From an optimization exercise on the open Yosys and OpenROAD flow, aimed at small area, a short achievable clock period and few clock cycles per item; shortcuts taken in it are not production practice.
In this exercise RTL edits were held to simulation tests only and were not proved equivalent to the original.

`design/flow/design.v`:
```
module ring_locator (
    input  wire         clk,
    input  wire         rst,
    input  wire         req_valid,
    output wire         req_ready,
    input  wire [31:0]  seed,
    input  wire [4:0]   n,
    input  wire [4:0]   k,
    input  wire [1:0]   m,
    input  wire [1:0]   s,
    input  wire [23:0]  displ,
    input  wire [119:0] dorder,
    input  wire [39:0]  rba,
    output wire         resp_valid,
    input  wire         resp_ready,
    output wire [19:0]  loc_mem,
    output wire [3:0]   loc_has,
    output wire [159:0] loc_mlba
);
    localparam [2:0] P_START = 3'd0,
                     P_DIV   = 3'd1,
                     P_SEED  = 3'd2,
                     P_WARM  = 3'd3,
                     P_SHUF  = 3'd4,
                     P_FIN   = 3'd5,
                     P_ACC   = 3'd6;
    reg  [2:0] phase;
    reg  [3:0] cnt;
    reg        rv;                       
    wire adv = !rv || resp_ready;
    assign req_ready  = (phase == P_ACC) && adv;
    assign resp_valid = rv;
    function [159:0] resmask;
        input [4:0] m;
        begin
            case (m)
            5'd2: resmask = 160'h0000000000000000000000000000000000000001;
            5'd3: resmask = 160'h000000000000000000000000aaaaaaaa55555555;
            5'd4: resmask = 160'h0000000000000000000000000000000200000001;
            5'd5: resmask = 160'h000000000000000044444444aaaaaaaa99999999;
            5'd6: resmask = 160'h000000000000000055555554aaaaaaaa00000001;
            5'd7: resmask = 160'h0000000000000000249249249249249249249249;
            5'd8: resmask = 160'h0000000000000000000000040000000200000001;
            5'd9: resmask = 160'h000000000820820834d34d349249249271c71c71;
            5'd10: resmask = 160'h0000000088888888555555543333333200000001;
            5'd11: resmask = 160'h000000000681a068294a5294ba2e8ba25d1745d1;
            5'd12: resmask = 160'h00000000aaaaaaa8555555540000000200000001;
            5'd13: resmask = 160'h00000000c85c85c864a64a64b2cb2cb291b91b91;
            5'd14: resmask = 160'h0000000049249248249249249249249200000001;
            5'd15: resmask = 160'h0000000088888888444444442222222211111111;
            5'd16: resmask = 160'h0000000000000008000000040000000200000001;
            5'd17: resmask = 160'h10101010e8e8e8e86464646422222222e1e1e1e1;
            5'd18: resmask = 160'h1041041069a69a6824924924e38e38e200000001;
            5'd19: resmask = 160'h1840061066a299a82391c8e4eb0a7ac2f5853d61;
            5'd20: resmask = 160'h11111110aaaaaaa8666666640000000200000001;
            5'd21: resmask = 160'h1041041028a28a2804104104a28a28a261861861;
            5'd22: resmask = 160'h0d0340d05294a528745d1744ba2e8ba200000001;
            5'd23: resmask = 160'h140280502a2544a8a1342684d09a1342684d09a1;
            5'd24: resmask = 160'h55555550aaaaaaa8000000040000000200000001;
            default: resmask = 160'h0;
            endcase
        end
    endfunction
    function [31:0] xs;
        input [31:0] v;
        reg   [31:0] t;
        begin
            t  = v ^ (v << 13);
            t  = t ^ (t >> 17);
            xs = t ^ (t << 5);
        end
    endfunction
    function [5:0] popc;
        input [31:0] v;
        integer b;
        begin
            popc = 6'd0;
            for (b = 0; b < 32; b = b + 1)
                popc = popc + {5'd0, v[b]};
        end
    endfunction
    reg  [4:0] kreg, dreg, wreg;
    reg  [3:0]  xd;                      
    reg  [3:0]  ra;                      
    reg  [3:0]  sd;                      
    reg  [4:0]  rb;                      
    reg  [3:0]  pd;                      
    reg  [35:0] pw;                      
    reg  [31:0] st;                      
    reg  [3:0] xdig;
    always @(*) begin
        case (cnt)
        4'd0: xdig = rba[39:36];
        4'd1: xdig = rba[35:32];
        4'd2: xdig = rba[31:28];
        4'd3: xdig = rba[27:24];
        4'd4: xdig = rba[23:20];
        4'd5: xdig = rba[19:16];
        4'd6: xdig = rba[15:12];
        4'd7: xdig = rba[11:8];
        4'd8: xdig = rba[7:4];
        default: xdig = 4'd0;
        endcase
    end
    reg [3:0] a_q;  reg [3:0] a_r;
    reg [3:0] b_q;  reg [4:0] b_r;
    integer   di;
    reg [4:0] a_t;  reg [5:0] b_t;
    always @(*) begin
        a_r = ra;
        for (di = 3; di >= 0; di = di - 1) begin
            a_t = {a_r, xd[di]};
            if (a_t >= kreg) begin a_r = a_t - kreg; a_q[di] = 1'b1; end
            else begin a_r = a_t[3:0]; a_q[di] = 1'b0; end
        end
        b_r = rb;
        for (di = 3; di >= 0; di = di - 1) begin
            b_t = {b_r, sd[di]};
            if (b_t >= {1'b0, dreg}) begin b_r = b_t - {1'b0, dreg}; b_q[di] = 1'b1; end
            else begin b_r = b_t[4:0]; b_q[di] = 1'b0; end
        end
    end
    wire [31:0] gdig = {28'd0, pd} * 32'h9E3779B9;
    wire [8:0]  pwdig = {5'd0, pd} * {4'd0, wreg};
    reg        cvalid;
    reg [31:0] key_seed;
    reg [4:0]  key_n;
    reg [11:0] key_p;
    reg        pmatch;
    reg [4:0]  row [0:23];
    reg [4:0]  top1, top2;               
    reg [3:0] key_dig;
    always @(*) begin
        case (cnt)
        4'd9:    key_dig = key_p[11:8];
        4'd10:   key_dig = key_p[7:4];
        default: key_dig = key_p[3:0];
        endcase
    end
    wire dig_eq = (pd == key_dig);
    wire hit = cvalid && pmatch && dig_eq && (seed == key_seed) && (n == key_n);
    reg  [4:0] qf;                       
    reg        v1, v2, v3;
    reg  [4:0] q1, q2, q3;
    reg  [8:0] s1;
    reg  [6:0] s2;
    reg  [4:0] j3;
    wire [31:0] st_nx = xs(st);
    wire [31:0] st_fx = (seed ^ st) == 32'd0 ? 32'h6D2B79F5 : (seed ^ st);
    wire [4:0]   m1  = qf + 5'd1;
    wire [159:0] msk = resmask(m1);
    wire [8:0]  s1_n = {3'd0, popc(st_nx & msk[31:0])}
                     + {2'd0, popc(st_nx & msk[63:32]), 1'b0}
                     + {1'd0, popc(st_nx & msk[95:64]), 2'b0}
                     + {popc(st_nx & msk[127:96]), 3'b0}
                     + {popc(st_nx & msk[159:128]), 4'b0};
    wire [4:0] m2 = q1 + 5'd1;
    reg  [8:0] s2a;
    always @(*) begin
        s2a = s1;
        if (s2a >= {m2, 4'd0})       s2a = s2a - {m2, 4'd0};
        if (s2a >= {1'b0, m2, 3'd0}) s2a = s2a - {1'b0, m2, 3'd0};
        if (s2a >= {2'b0, m2, 2'd0}) s2a = s2a - {2'b0, m2, 2'd0};
    end
    wire [4:0] m3 = q2 + 5'd1;
    reg  [6:0] s2b;
    always @(*) begin
        s2b = s2;
        if (s2b >= {1'b0, m3, 1'b0}) s2b = s2b - {1'b0, m3, 1'b0};
        if (s2b >= {2'b0, m3})       s2b = s2b - {2'b0, m3};
    end
    reg  [1:0] hc;                       
    reg  [4:0] ci_c, pos_c;
    reg  [5:0] psum;
    always @(*) begin
        ci_c = (hc == 2'd0) ? {1'b0, ra} : kreg + {3'd0, hc} - 5'd1;
        psum = {1'b0, rb} + {1'b0, ci_c};
        pos_c = (psum >= {1'b0, dreg}) ? psum[4:0] - dreg : psum[4:0];
    end
    wire [4:0] raddr = (phase == P_SHUF) ? j3 : pos_c;
    wire [4:0] rdat  = row[raddr];
    wire [4:0] rq    = row[q3];
    reg        rk_pend;                  
    reg  [1:0] rk_h;
    reg  [4:0] rk_home;
    wire t1_in = (s != 2'd0);
    wire t2_in = (s == 2'd2);
    wire t1_ok = t1_in && !displ[top1];
    wire t2_ok = t2_in && !displ[top2];
    wire [4:0] b0 = t2_ok ? top2 : top1;
    wire       nb1 = t1_ok || t2_ok;
    wire       nb2 = t1_ok && t2_ok;
    wire [4:0] hd = dorder[rk_home*5 +: 5];
    reg  [23:0] lt;
    integer li;
    always @(*) begin
        for (li = 0; li < 24; li = li + 1)
            lt[li] = displ[li] && (li < n) &&
                     !(t1_in && top1 == li[4:0]) && !(t2_in && top2 == li[4:0]) &&
                     (dorder[li*5 +: 5] < hd);
    end
    wire lt_any = |lt;
    wire lt_two = |(lt & (lt - 24'd1));
    reg [4:0]  o_mem [0:3];
    reg [3:0]  o_has;
    reg [5:0]  o_lo  [0:3];
    reg [3:0]  o_blk;
    genvar g;
    generate
        for (g = 0; g < 4; g = g + 1) begin : g_out
            assign loc_mem[g*5 +: 5]    = o_mem[g];
            assign loc_mlba[g*40 +: 40] = {pw[35:5] + {30'd0, o_lo[g][5]}, o_lo[g][4:0], o_blk};
        end
    endgenerate
    assign loc_has = o_has;
    integer ti;
    always @(posedge clk) begin
        if (rst) begin
            phase   <= P_START;
            rv      <= 1'b0;
            cvalid  <= 1'b0;
            v1      <= 1'b0;
            v2      <= 1'b0;
            v3      <= 1'b0;
            rk_pend <= 1'b0;
            cnt     <= 4'd0;
        end else begin
            if (rv && resp_ready)
                rv <= 1'b0;
            if (adv) begin
                case (phase)
                P_START: begin
                    if (req_valid) begin
                        kreg  <= k;
                        dreg  <= n - {3'd0, s};
                        wreg  <= k + {3'd0, m};
                        xd    <= rba[39:36];
                        ra    <= 4'd0;
                        rb    <= 5'd0;
                        sd    <= 4'd0;
                        pd    <= 4'd0;
                        pw    <= 36'd0;
                        cnt   <= 4'd1;
                        phase <= P_DIV;
                    end
                end
                P_DIV: begin
                    xd <= xdig;
                    if (cnt <= 4'd9) begin
                        ra <= a_r;
                        sd <= a_q;
                    end
                    if (cnt <= 4'd10) begin
                        rb <= b_r;
                        pd <= b_q;
                    end
                    pw <= {pw[31:0], 4'd0} + {27'd0, pwdig};
                    if (cnt == 4'd9)
                        st <= gdig;
                    else
                        st <= {st[27:0], 4'd0} + gdig;
                    if (cnt == 4'd9)
                        pmatch <= dig_eq;
                    else
                        pmatch <= pmatch && dig_eq;
                    case (cnt)
                    4'd9:  key_p[11:8] <= pd;
                    4'd10: key_p[7:4]  <= pd;
                    4'd11: key_p[3:0]  <= pd;
                    default: ;
                    endcase
                    cnt <= cnt + 4'd1;
                    if (cnt == 4'd11) begin
                        hc    <= 2'd0;
                        phase <= hit ? P_FIN : P_SEED;
                    end
                end
                P_SEED: begin
                    st       <= xs(xs(st_fx));
                    key_seed <= seed;
                    key_n    <= n;
                    cvalid   <= 1'b0;
                    for (ti = 0; ti < 24; ti = ti + 1)
                        row[ti] <= ti[4:0];
                    phase    <= P_WARM;
                end
                P_WARM: begin
                    st    <= xs(st_nx);
                    qf    <= n - 5'd1;
                    phase <= P_SHUF;
                end
                P_SHUF: begin
                    v1 <= (qf != 5'd0);
                    if (qf != 5'd0) begin
                        st <= st_nx;
                        s1 <= s1_n;
                        q1 <= qf;
                        qf <= qf - 5'd1;
                    end
                    v2 <= v1;
                    s2 <= s2a[6:0];
                    q2 <= q1;
                    v3 <= v2;
                    j3 <= s2b[4:0];
                    q3 <= q2;
                    if (v3) begin
                        row[q3] <= rdat;
                        row[j3] <= rq;
                        if (q3 == n - 5'd1) top1 <= rdat;
                        if (q3 == n - 5'd2) top2 <= rdat;
                        if (q3 == 5'd1) begin
                            cvalid <= 1'b1;
                            v1     <= 1'b0;
                            v2     <= 1'b0;
                            v3     <= 1'b0;
                            phase  <= P_FIN;
                        end
                    end
                end
                P_FIN: begin
                    o_lo[hc] <= {1'b0, pw[4:0]} + {1'b0, ci_c};
                    o_mem[hc] <= rdat;
                    o_has[hc] <= !displ[rdat];
                    rk_pend <= displ[rdat];
                    rk_h    <= hc;
                    rk_home <= rdat;
                    hc <= hc + 2'd1;
                    if (hc == 2'd3)
                        phase <= P_ACC;
                end
                P_ACC: begin
                    rk_pend <= 1'b0;
                    if (req_valid) begin
                        rv    <= 1'b1;
                        o_blk <= rba[3:0];
                        phase <= P_START;
                    end
                end
                default: phase <= P_START;
                endcase
                if (rk_pend) begin
                    if (!lt_any && nb1) begin
                        o_mem[rk_h] <= b0;
                        o_has[rk_h] <= 1'b1;
                    end else if (lt_any && !lt_two && nb2) begin
                        o_mem[rk_h] <= top1;
                        o_has[rk_h] <= 1'b1;
                    end
                end
            end
        end
    end
endmodule
```
`design/flow/run.sh`:
```
#!/bin/bash
# synth_recipe.tcl (not shown) runs the flow's synth.tcl, then flattens the netlist and writes it again
# the make line also repeats each setting of config.mk as NAME=value (left out here)
make -C /OpenROAD-flow-scripts/flow DESIGN_CONFIG=/design/flow/config.mk WORK_HOME=/design/flow/orfs CLKGATE_MAP_FILE= SYNTH_SCRIPT=/design/flow/synth_recipe.tcl finish
```
`design/flow/config.mk`:
```
export PLATFORM = sky130hd
export DESIGN_NAME = ring_locator
export DESIGN_NICKNAME = ring_locator
export VERILOG_FILES = /design/flow/design.v
export SDC_FILE = /design/flow/constraint.sdc
export NUM_CORES = 4
export LEC_CHECK = 0
export CAP_MARGIN = 20
export CORE_MARGIN = 2
export CORE_UTILIZATION = 40
export SLEW_MARGIN = 20
```
`design/flow/constraint.sdc`:
```
create_clock -name core_clock -period 10.0 [get_ports {clk}]
set_input_delay 2.0000 -clock core_clock [delete_from_list [all_inputs] [get_ports {clk}]]
set_output_delay 2.0000 -clock core_clock [all_outputs]
set_load 0.01 [all_outputs]
```
==> impl_metrics.env <==
export IMPL_outcome="stopped before the end"
export IMPL_stop_stage="synthesis (1_2_yosys)"
export IMPL_tool_error="ERROR: TCL interpreter returned an error: Source files actually used in the design:"
export IMPL_yosysWarnings=1
Testbench counts, summed over its fixed seeds: cycles 86,160, items 3,072.
